Context: an optimization exercise on an open-source flow, tuned for small area, a short achievable clock period and few clock cycles. The choices shown serve that exercise and are no tape-out recipe.
Only simulation tests tie the RTL to the original design; equivalence was not proved.
Power figures rest on the tool's default switching activity, not on a simulated workload.

Setup of before:
## island_engine
module island_engine (
    input  wire         clk,
    input  wire         rst,
    input  wire         start_valid,
    output reg          start_ready,
    input  wire [63:0]  node_valid,
    input  wire [63:0]  node_lit,
    input  wire [7:0]   min_lit,
    input  wire [6:0]   lit_min,
    input  wire [7:0]   persist,
    input  wire         rebase,
    input  wire         br_valid,
    output reg          br_ready,
    input  wire [5:0]   br_a,
    input  wire [5:0]   br_b,
    input  wire         br_conn,
    input  wire         br_last,
    output reg          done,
    output reg  [6:0]   count,
    output reg  [6:0]   nlit,
    output reg  [6:0]   nvalid,
    output reg  [15:0]  open_br,
    output reg          eval_valid,
    output reg  [1:0]   kind,
    output reg          island_local,
    output reg  [6:0]   base,
    output reg  [6:0]   ref_count,
    output wire [383:0] root,
    output wire [63:0]  counted
);
Size in the first run: roughly 4200 cells after synthesis, about 740 flip-flops, roughly 680 I/O pins, roughly 44000 um2 of cells after synthesis.
export LEC_CHECK = 0
export CAP_MARGIN = 20
export CORE_MARGIN = 2
export CORE_UTILIZATION = 40
export CTS_CLUSTER_DIAMETER = 80
export CTS_CLUSTER_SIZE = 25
export SLEW_MARGIN = 20
create_clock -name core_clock -period 10.0 [get_ports {clk}]
standard.sh (not shown) runs the stock make flow with config.mk's settings and CLKGATE_MAP_FILE= SYNTH_SCRIPT=/design/flow/synth_recipe.tcl, a recipe that flattens the netlist after the stock synthesis.
==> flow/flow/run.sh <==
#!/bin/bash
set -euo pipefail
export SETUP_SLACK_MARGIN=6.45
export BUFFER_PORTS_ARGS="-buffer_cell sky130_fd_sc_hd__buf_1"
bash standard.sh > standard_flow.log 2>&1
Testbench counts of before, summed over its fixed seeds: cycles 19,413.
For after, these inputs were changed with respect to before:
-- flow/design.v --
<<< before, line 34
    localparam S_CNT  = 3'd3;    
    localparam S_WAIT = 3'd4;    
    reg [2:0] state;
    wire [383:0] lab;
>>> after, line 34
    localparam S_CNT  = 3'd3;    
    localparam S_WAIT = 3'd4;    
    localparam S_POST = 3'd5;    
    reg [2:0] state;
    wire [383:0] lab;
<<< before, line 167
    wire        ev_step = (ph >= 4'd4) && (ph <= 4'd10);
    wire        ev_ready = (ph == 4'd11);
    wire [6:0] count_f = (c_tag == T_C) ? count + {6'd0, ge} :
                         (c_tag == T_S) ? (min1 ? cnt : 7'd0) : count;
    wire       gt   = (count_f > ref_count);
    wire       lt   = (count_f < ref_count);
    wire       p0   = (persist_q == 8'd0);
    wire       upc  = ({1'b0, up} + 9'd1 >= {1'b0, persist_q});
>>> after, line 168
    wire        ev_step = (ph >= 4'd4) && (ph <= 4'd10);
    wire        ev_ready = (ph == 4'd11);
    wire       gt   = (count > ref_count);
    wire       lt   = (count < ref_count);
    wire       p0   = (persist_q == 8'd0);
    wire       upc  = ({1'b0, up} + 9'd1 >= {1'b0, persist_q});
<<< before, line 176
    wire       upf  = gt ? upc : p0;
    wire       dnf  = lt ? dnc : p0;
    wire       cgtb = (count_f > base);
    wire       rgtb = (ref_count > base);
    wire wait_done    = (state == S_WAIT) && (g_tag == T_NONE) && (ph >= 4'd12);
    wire state_idle_n = rst || wait_done || (state == S_IDLE && !start_go);
    wire state_br_n   = !rst && ((state == S_IDLE && start_go) || (state == S_BR && !w_last));
    wire a_full_n     = !rst && (a_take || (a_full && !a_go));
>>> after, line 175
    wire       upf  = gt ? upc : p0;
    wire       dnf  = lt ? dnc : p0;
    wire       cgtb = (count > base);
    wire       rgtb = (ref_count > base);
    wire state_idle_n = rst || (state == S_POST) || (state == S_IDLE && !start_go);
    wire state_br_n   = !rst && ((state == S_IDLE && start_go) || (state == S_BR && !w_last));
    wire a_full_n     = !rst && (a_take || (a_full && !a_go));
<<< before, line 229
        if (c_tag == T_V) nvalid <= cnt;
        if (c_tag == T_L) nlit   <= cnt;
        if (c_tag == T_S || c_tag == T_C) count <= count_f;
        if (ph != 4'd15 && state != S_IDLE) ph <= ph + 4'd1;
        if (ev_step) acc <= acc_s[9:1];
>>> after, line 227
        if (c_tag == T_V) nvalid <= cnt;
        if (c_tag == T_L) nlit   <= cnt;
        if (c_tag == T_S && min1) count <= cnt;
        if (c_tag == T_C && ge) count <= count + 7'd1;
        if (ph != 4'd15 && state != S_IDLE) ph <= ph + 4'd1;
        if (ev_step) acc <= acc_s[9:1];
<<< before, line 271
                    state <= S_WAIT;
            end
            S_WAIT: if (wait_done) begin
                if (eval_valid) begin
                    if (pend_rebase) begin
                        pend_rebase  <= 1'b0;
                        base         <= count_f;
                        ref_count    <= count_f;
                        up           <= 8'd0;
                        down         <= 8'd0;
>>> after, line 270
                    state <= S_WAIT;
            end
            S_WAIT: begin
                if (g_tag == T_NONE && ph >= 4'd12)
                    state <= S_POST;
            end
            S_POST: begin
                if (eval_valid) begin
                    if (pend_rebase) begin
                        pend_rebase  <= 1'b0;
                        base         <= count;
                        ref_count    <= count;
                        up           <= 8'd0;
                        down         <= 8'd0;
<<< before, line 285
                        down         <= dnf ? 8'd0 : lt ? down + 8'd1 : 8'd0;
                        if (upf || dnf)
                            ref_count <= count_f;
                        kind         <= dnf ? 2'd2 : upf ? 2'd1 : 2'd0;
                        island_local <= (upf || dnf) ? cgtb : rgtb;
>>> after, line 288
                        down         <= dnf ? 8'd0 : lt ? down + 8'd1 : 8'd0;
                        if (upf || dnf)
                            ref_count <= count;
                        kind         <= dnf ? 2'd2 : upf ? 2'd1 : 2'd0;
                        island_local <= (upf || dnf) ? cgtb : rgtb;
## What came out
Changes observed in after relative to before: count of antenna diodes in the layout has decreased; number of global-route vias before repair has decreased; post-detailed-placement cell area has decreased.
Looking at worst setup slack, after sits above before.
Against before, after reports a internal power of the cells that is lower.
Sort after and before by final non-filler cell total desc -> top: before
Diff before -> after: clock buffer and inverter area fraction after layout held, relative area change from synthesis to final layout has decreased, final critical-path required period went down by 1.10 ns, cell area after synthesis moved up.
Testbench counts of after, summed over its fixed seeds: cycles 19,605.

[what the ideal ports hide]
No port has a modelled driver above. Below, the same layouts with a new extraction and two added sets of constraints. Step 1, drivers: a clkbuf_16 drives clk and a buf_2 each remaining input, both assumed. Step 2 moves the port delays by t, midway between the first and last clock arrival at a register: inputs arrive t later, outputs are due t later. That takes back most of the time a late clock gives input paths. Three values: ideal, step 1, step 2; two values: the first two.
run	shift t [ns]	slack for setup (ns)	hold slack, ns	worst setup path at the end	worst data-port slew with drivers (ns)
before	0.767	5.311 / 5.311 / 5.311	0.362 / 0.362 / 0.362	register to register	0.23
after	0.758	6.414 / 6.414 / 5.859	0.352 / 0.352 / 0.352	input to register	0.15
After both steps setup and hold are still met in every run listed. The setup slack of after, which loses most, moves by 0.000 ns with the drivers and by -0.555 ns with both steps.
